This is an optimization exercise on Yosys and OpenROAD, whose aim is small area, a short achievable clock period and few clock cycles per item, not a production implementation.
Only simulation tests tie the RTL to the original design; equivalence was not proved.

==> build 67: inputs <==
// ck_unit
module ck_unit (
    input             clk,
    input             rst,
    input      [5:0]  cfg_width,
    input      [31:0] cfg_poly,
    input      [31:0] cfg_init,
    input      [31:0] cfg_xorout,
    input             cfg_refin,
    input             cfg_refout,
    input             in_valid,
    output            in_ready,
    input      [1:0]  in_op,
    input      [5:0]  in_ctx,
    input      [3:0]  in_nbytes,
    input      [63:0] in_data,
    output reg        out_valid,
    output reg [5:0]  out_ctx,
    output reg [31:0] out_value,
    output reg [31:0] out_result,
    output reg        out_err
);
    localparam OP_FEED  = 2'd0;
    localparam OP_START = 2'd1;
    localparam OP_WRITE = 2'd2;
    localparam OP_CLEAR = 2'd3;
    assign in_ready = 1'b1;
    genvar c, j;
    integer k, i;
    reg [4:0]  sh_r;        
    reg [31:0] poly_r;
    reg [31:0] init_r;
    reg [31:0] xor_r;
    reg        refin_r, refout_r;
    reg        rst_d;
    wire [4:0]  sh   = sh_r;
    wire [31:0] mask = 32'hFFFF_FFFF >> sh;
    wire [31:0] p1 = {poly_r[30:0], 1'b0};
    wire [31:0] p3 = poly_r ^ p1;
    reg        s_valid;
    reg [7:0]  row_r, col_r;
    reg        s_selw;         
    reg        s_seli;         
    reg        s_base;         
    reg        s_err;          
    reg        s_nofeed;       
    reg [3:0]  s_nb;
    reg [63:0] s_data;
    wire take = in_valid & ~rst;
    wire in_werr = (in_data[31:0] & ~mask) != 32'd0;    
    always @(posedge clk) begin
        s_valid <= take;
        for (k = 0; k < 8; k = k + 1) begin
            row_r[k] <= take & (in_ctx[5:3] == k);
            col_r[k] <= in_ctx[2:0] == k;
        end
        s_selw   <= ~rst & (in_op == OP_WRITE) & ~in_werr;
        s_seli   <= ~rst & ~((in_op == OP_WRITE) & ~in_werr);
        s_base   <= (in_op == OP_FEED) | ((in_op == OP_WRITE) & in_werr);
        s_err    <= (in_op == OP_WRITE) & in_werr;
  ...
export LEC_CHECK = 0
export CAP_MARGIN = 20
export CELL_PAD_IN_SITES_DETAIL_PLACEMENT = 1
export CORE_MARGIN = 2
export CORE_UTILIZATION = 40
export PLACE_DENSITY = 0.5
export SLEW_MARGIN = 20
export SYNTH_HIERARCHICAL = 1
export SYNTH_MINIMUM_KEEP_SIZE = 0
create_clock -name core_clock -period 200.0 [get_ports {clk}]
standard.sh (not shown) runs the stock make flow with config.mk's settings and CLKGATE_MAP_FILE= SYNTH_SCRIPT=/design/flow/synth_recipe.tcl, a recipe that flattens the netlist after the stock synthesis.
==> flow/flow/run.sh <==
#!/bin/bash
# The standard layout (the standard.sh: ORFS from the standard synthesis
# to the final layout) with changes to how it is made:
#  - buffer_ports buffers every input and output port with buf_2, in place of
#    the slow delay buffer it picks by itself;
#  - clock tree synthesis adds no dummy loads.
# make's full output goes to orfs_make.log; ORFS keeps each step's log under
# orfs/logs/.
set -uo pipefail
export BUFFER_PORTS_ARGS="-buffer_cell sky130_fd_sc_hd__buf_2"
export CTS_ARGS="-sink_clustering_enable -repair_clock_nets -dont_use_dummy_load"
bash standard.sh > orfs_make.log 2>&1
status=$?
tail -n 40 orfs_make.log
exit $status
==> inputs of build 81, as changes to build 67 <==
--- a/flow/design.v
+++ b/flow/design.v
@@ -29,86 +29,14 @@
 endmodule
 module ck_hold (
     input  we, wen, x, q,
     output d
 );
     assign d = (we & x) | (wen & q);
 endmodule
-module ck_tog (
-    input  we, wen, xn, q,
-    output d
-);
-    assign d = ~((q | we) & (xn | wen));
-endmodule
-module ck_mux2i (
-    input  a, b, s,
-    output y
-);
-    assign y = ~(s ? b : a);
-endmodule
-module ck_nor2 (
-    input  a, b,
-    output y
-);
-    assign y = ~(a | b);
-endmodule
-module ck_nand2 (
-    input  a, b,
-    output y
-);
-    assign y = ~(a & b);
-endmodule
-module ck_shr (
-    input  [31:0] an,
-    input  [4:0]  s,
-    output [31:0] y
-);
-    wire [31:0] t [0:5];
-    wire [4:0]  sn = ~s;
-    assign t[0] = an;
-    genvar k, i;
-    generate
-        for (k = 0; k < 5; k = k + 1) begin : g_k
-            for (i = 0; i < 32; i = i + 1) begin : g_i
-                if (i + (1 << k) < 32) begin : g_m
-                    ck_mux2i u (.a(t[k][i]), .b(t[k][i + (1 << k)]), .s(s[k]), .y(t[k+1][i]));
-                end else if (k % 2 == 0) begin : g_f0
-                    ck_nor2 u (.a(s[k]), .b(t[k][i]), .y(t[k+1][i]));
-                end else begin : g_f1
-                    ck_nand2 u (.a(sn[k]), .b(t[k][i]), .y(t[k+1][i]));
-                end
-            end
-        end
-    endgenerate
-    assign y = t[5];
-endmodule
-module ck_shl (
-    input  [31:0] an,
-    input  [4:0]  s,
-    output [31:0] y
-);
-    wire [31:0] t [0:5];
-    wire [4:0]  sn = ~s;
-    assign t[0] = an;
-    genvar k, i;
-    generate
-        for (k = 0; k < 5; k = k + 1) begin : g_k
-            for (i = 0; i < 32; i = i + 1) begin : g_i
-                if (i >= (1 << k)) begin : g_m
-                    ck_mux2i u (.a(t[k][i]), .b(t[k][i - (1 << k)]), .s(s[k]), .y(t[k+1][i]));
-                end else if (k % 2 == 0) begin : g_f0
-                    ck_nor2 u (.a(s[k]), .b(t[k][i]), .y(t[k+1][i]));
-                end else begin : g_f1
-                    ck_nand2 u (.a(sn[k]), .b(t[k][i]), .y(t[k+1][i]));
-                end
-            end
-        end
-    endgenerate
-    assign y = t[5];
-endmodule
 module ck_sel (
     input  f0, f1,
     output sa, sb, sc
 );
     assign sa = f0 & ~f1;
     assign sb = ~f0 & f1;
     assign sc = f0 & f1;
@@ -2560,136 +2488,111 @@
     reg        rst_d;
     wire [4:0]  sh   = sh_r;
     wire [31:0] mask = 32'hFFFF_FFFF >> sh;
     wire [31:0] p1 = {poly_r[30:0], 1'b0};
     wire [31:0] p3 = poly_r ^ p1;
     reg        s_valid;
     reg [7:0]  row_r, col_r;
-    reg        s_selw;         
-    reg        s_seli;         
-    reg        s_base;         
-    reg        s_err;          
-    reg        s_nofeed;       
+    reg [1:0]  s_op;
     reg [3:0]  s_nb;
     reg [63:0] s_data;
+    reg        s_werr;         
     wire take = in_valid & ~rst;
-    wire in_werr = (in_data[31:0] & ~mask) != 32'd0;    
     always @(posedge clk) begin
         s_valid <= take;
         for (k = 0; k < 8; k = k + 1) begin
             row_r[k] <= take & (in_ctx[5:3] == k);
             col_r[k] <= in_ctx[2:0] == k;
         end
-        s_selw   <= ~rst & (in_op == OP_WRITE) & ~in_werr;
-        s_seli   <= ~rst & ~((in_op == OP_WRITE) & ~in_werr);
-        s_base   <= (in_op == OP_FEED) | ((in_op == OP_WRITE) & in_werr);
-        s_err    <= (in_op == OP_WRITE) & in_werr;
-        s_nofeed <= in_op[1];
+        s_op    <= in_op;
         s_nb    <= in_nbytes;
         s_data  <= in_data;
+        s_werr  <= (in_data[31:0] & ~mask) != 32'd0;
     end
     wire [63:0] sel, seln;
     generate
         for (c = 0; c < 64; c = c + 1) begin : g_sel
             ck_sel2 u (.a(row_r[c / 8]), .b(col_r[c % 8]), .y(sel[c]), .yn(seln[c]));
         end
     endgenerate
     reg  [31:0] ctx_val [0:63];
-    reg  [63:0] ctx_par;
     reg  [63:0] ctx_ok;
-    wire [31:0] cur_raw, cur;
-    wire        parb;
+    wire [31:0] cur;
     wire        okb;
     generate
         for (j = 0; j < 32; j = j + 1) begin : g_rd
             wire [63:0] col;
             for (c = 0; c < 64; c = c + 1) begin : g_c
                 assign col[c] = ctx_val[c][j];
             end
-            ck_rd64 u (.s(sel), .d(col), .y(cur_raw[j]));
+            ck_rd64 u (.s(sel), .d(col), .y(cur[j]));
         end
     endgenerate
     ck_rd64 u_rdok (.s(sel), .d(ctx_ok), .y(okb));
-    ck_rd64 u_rdpar (.s(sel), .d(ctx_par), .y(parb));
-    assign cur = cur_raw ^ {32{parb}};
     wire [31:0] wval = s_data[31:0];
-    wire        s_selp = ~(s_selw | s_seli);
-    wire [31:0] al_in_n, al_out;
-    generate
-        for (j = 0; j < 32; j = j + 1) begin : g_al
-            ck_aoi222 u (.a(s_selw), .b(wval[j]), .c(s_seli), .d(init_r[j]), .e(s_selp), .f(poly_r[j]),
-                         .y(al_in_n[j]));
-        end
-    endgenerate
-    ck_shl u_shl (.an(al_in_n), .s(sh), .y(al_out));
-    wire        use_cur = okb & s_base;
+    wire        werr = s_werr;
+    wire        is_write = s_op == OP_WRITE;
+    wire [31:0] al_in  = rst_d ? poly_r : ((is_write & ~werr) ? wval : init_r);
+    wire [31:0] al_out = al_in << sh;
+    wire        use_cur = okb & ((s_op == OP_FEED) | (is_write & werr));
     wire [31:0] a0 = use_cur ? cur : al_out;
     reg [63:0] dbits;
     always @* begin
         for (k = 0; k < 8; k = k + 1)
             for (i = 0; i < 8; i = i + 1)
                 dbits[8*k + i] = refin_r ? s_data[8*k + i] : s_data[8*k + 7 - i];
     end
     wire [2:0] g1t, ht;
     assign g1t[0] = poly_r[29] ^ (poly_r[31] & poly_r[30]);
     assign g1t[1] = poly_r[30] ^ poly_r[31];
     assign g1t[2] = g1t[0] ^ g1t[1];
     assign ht[0]  = poly_r[27] ^ (poly_r[31] & poly_r[28]);
     assign ht[1]  = poly_r[28] ^ (poly_r[31] & poly_r[29]);
     assign ht[2]  = ht[0] ^ ht[1];
-    wire [3:0] nb = s_nofeed ? 4'd0 : s_nb;
+    wire [3:0] nb = s_op[1] ? 4'd0 : s_nb;
     wire [8:0] nsel;
     generate
         for (j = 0; j < 8; j = j + 1) begin : g_ns
             assign nsel[j] = ~nb[3] & (nb[2:0] == j);
         end
     endgenerate
     assign nsel[8] = nb[3];
     wire [31:0] a_new;
     ck_engine u_eng (.a0(a0), .dbits(dbits), .p(poly_r), .p1(p1), .p3(p3),
                      .g1t(g1t), .ht(ht), .nsel(nsel), .a_new(a_new));
-    wire [31:0] a_new_n = ~a_new;
-    wire [31:0] v_new;
-    ck_shr u_shr (.an(a_new_n), .s(sh), .y(v_new));
+    wire [31:0] v_new = a_new >> sh;
     reg [31:0] a_rev;
     always @* begin
         for (i = 0; i < 32; i = i + 1)
             a_rev[i] = a_new[31 - i];
     end
     wire [31:0] res = (refout_r ? a_rev : v_new) ^ xor_r;
-    wire rst_dn = ~rst_d;
-    wire [65:0] cfg_in = {cfg_init, cfg_xorout, cfg_refin, cfg_refout};
-    wire [65:0] cfg_q  = {init_r, xor_r, refin_r, refout_r};
-    wire [65:0] cfg_nx;
-    generate
-        for (j = 0; j < 66; j = j + 1) begin : g_cfg
-            ck_hold u (.we(rst_d), .wen(rst_dn), .x(cfg_in[j]), .q(cfg_q[j]), .d(cfg_nx[j]));
-        end
-    endgenerate
     always @(posedge clk) begin
         rst_d <= rst;
         if (rst) begin
             sh_r     <= 5'd0 - cfg_width[4:0];
             poly_r   <= cfg_poly;
+            init_r   <= cfg_init;
+            xor_r    <= cfg_xorout;
+            refin_r  <= cfg_refin;
+            refout_r <= cfg_refout;
         end else if (rst_d) begin
             poly_r   <= al_out;
         end
-        {init_r, xor_r, refin_r, refout_r} <= cfg_nx;
     end
     generate
         for (c = 0; c < 64; c = c + 1) begin : g_ctx
             wire [31:0] nxt;
             for (j = 0; j < 32; j = j + 1) begin : g_b
-                ck_tog u (.we(sel[c]), .wen(seln[c]), .xn(a_new_n[j]), .q(ctx_val[c][j]),
-                          .d(nxt[j]));
+                ck_hold u (.we(sel[c]), .wen(seln[c]), .x(a_new[j]), .q(ctx_val[c][j]),
+                           .d(nxt[j]));
             end
             always @(posedge clk) begin
                 ctx_val[c] <= nxt;
-                ctx_par[c] <= ~(sel[c] | ctx_par[c]);
-                if (rst_d)
+                if (rst)
                     ctx_ok[c] <= 1'b0;
                 else if (sel[c])
                     ctx_ok[c] <= 1'b1;
             end
         end
     endgenerate
     always @(posedge clk) begin
@@ -2701,10 +2604,10 @@
         out_ctx[1] <= col_r[2] | col_r[3] | col_r[6] | col_r[7];
         out_ctx[2] <= col_r[4] | col_r[5] | col_r[6] | col_r[7];
         out_ctx[3] <= row_r[1] | row_r[3] | row_r[5] | row_r[7];
         out_ctx[4] <= row_r[2] | row_r[3] | row_r[6] | row_r[7];
         out_ctx[5] <= row_r[4] | row_r[5] | row_r[6] | row_r[7];
         out_value  <= v_new;
         out_result <= res;
-        out_err    <= s_err;
+        out_err    <= is_write & werr;
     end
 endmodule
==> flow/run.sh (new file) <==
#!/bin/bash
# synth_recipe.tcl (not shown) runs the flow's synth.tcl, then flattens the netlist and writes it again
# the make line also repeats each setting of config.mk as NAME=value (left out here)
make -C /OpenROAD-flow-scripts/flow DESIGN_CONFIG=/design/flow/config.mk WORK_HOME=/design/flow/orfs CLKGATE_MAP_FILE= SYNTH_SCRIPT=/design/flow/synth_recipe.tcl finish
removed: flow/flow/run.sh
removed: flow/standard.sh
==> summary of the runs <==
- Build 67 finished clean. Build 81 produced a clean layout.
- Area after synthesis: build 81 is larger than build 67 (3.7%).
- Of build 67 and build 81, build 67 has the higher sequential cell count (gap 66).
- Against build 81, the design area of build 67 is smaller by 5.9%.
- Of build 81 and build 67, build 81 has the higher clock-buffer cell count (gap 112).
- Of build 81 and build 67, build 81 has the higher core utilization (gap 1.3 points).
Testbench counts of build 67, summed over its fixed seeds: cycles 20,608, bytes 152,413.
Testbench counts of build 81, summed over its fixed seeds: cycles 20,608, bytes 152,413.

[what the ideal ports hide]
The flow's constraints put no driver on any port. The routed layouts listed below were extracted and timed again, unchanged, in two steps. Step 1 sets driving cells, clkbuf_16 on the clock port and buf_2 on the other inputs (assumed; they add their load-dependent delay and slew). Step 2 times the ports against the registers' clock, not the clock port: input delays grow and output delays shrink by t, the midpoint of the rising clock arrivals with the driver on. Three values: ideal ports, drivers, drivers and shift; two values: the first two.
run	shift t [ns]	setup slack, ns	worst setup path at the end
build 67	0.941	156.991 / 156.991 / 156.991	register to register
build 81	0.976	158.138 / 158.037 / 157.456	input to register
After both steps setup and hold are still met in every run listed. For build 81, which loses most, drivers alone change the setup slack by -0.101 ns; drivers and shift together by -0.682 ns.
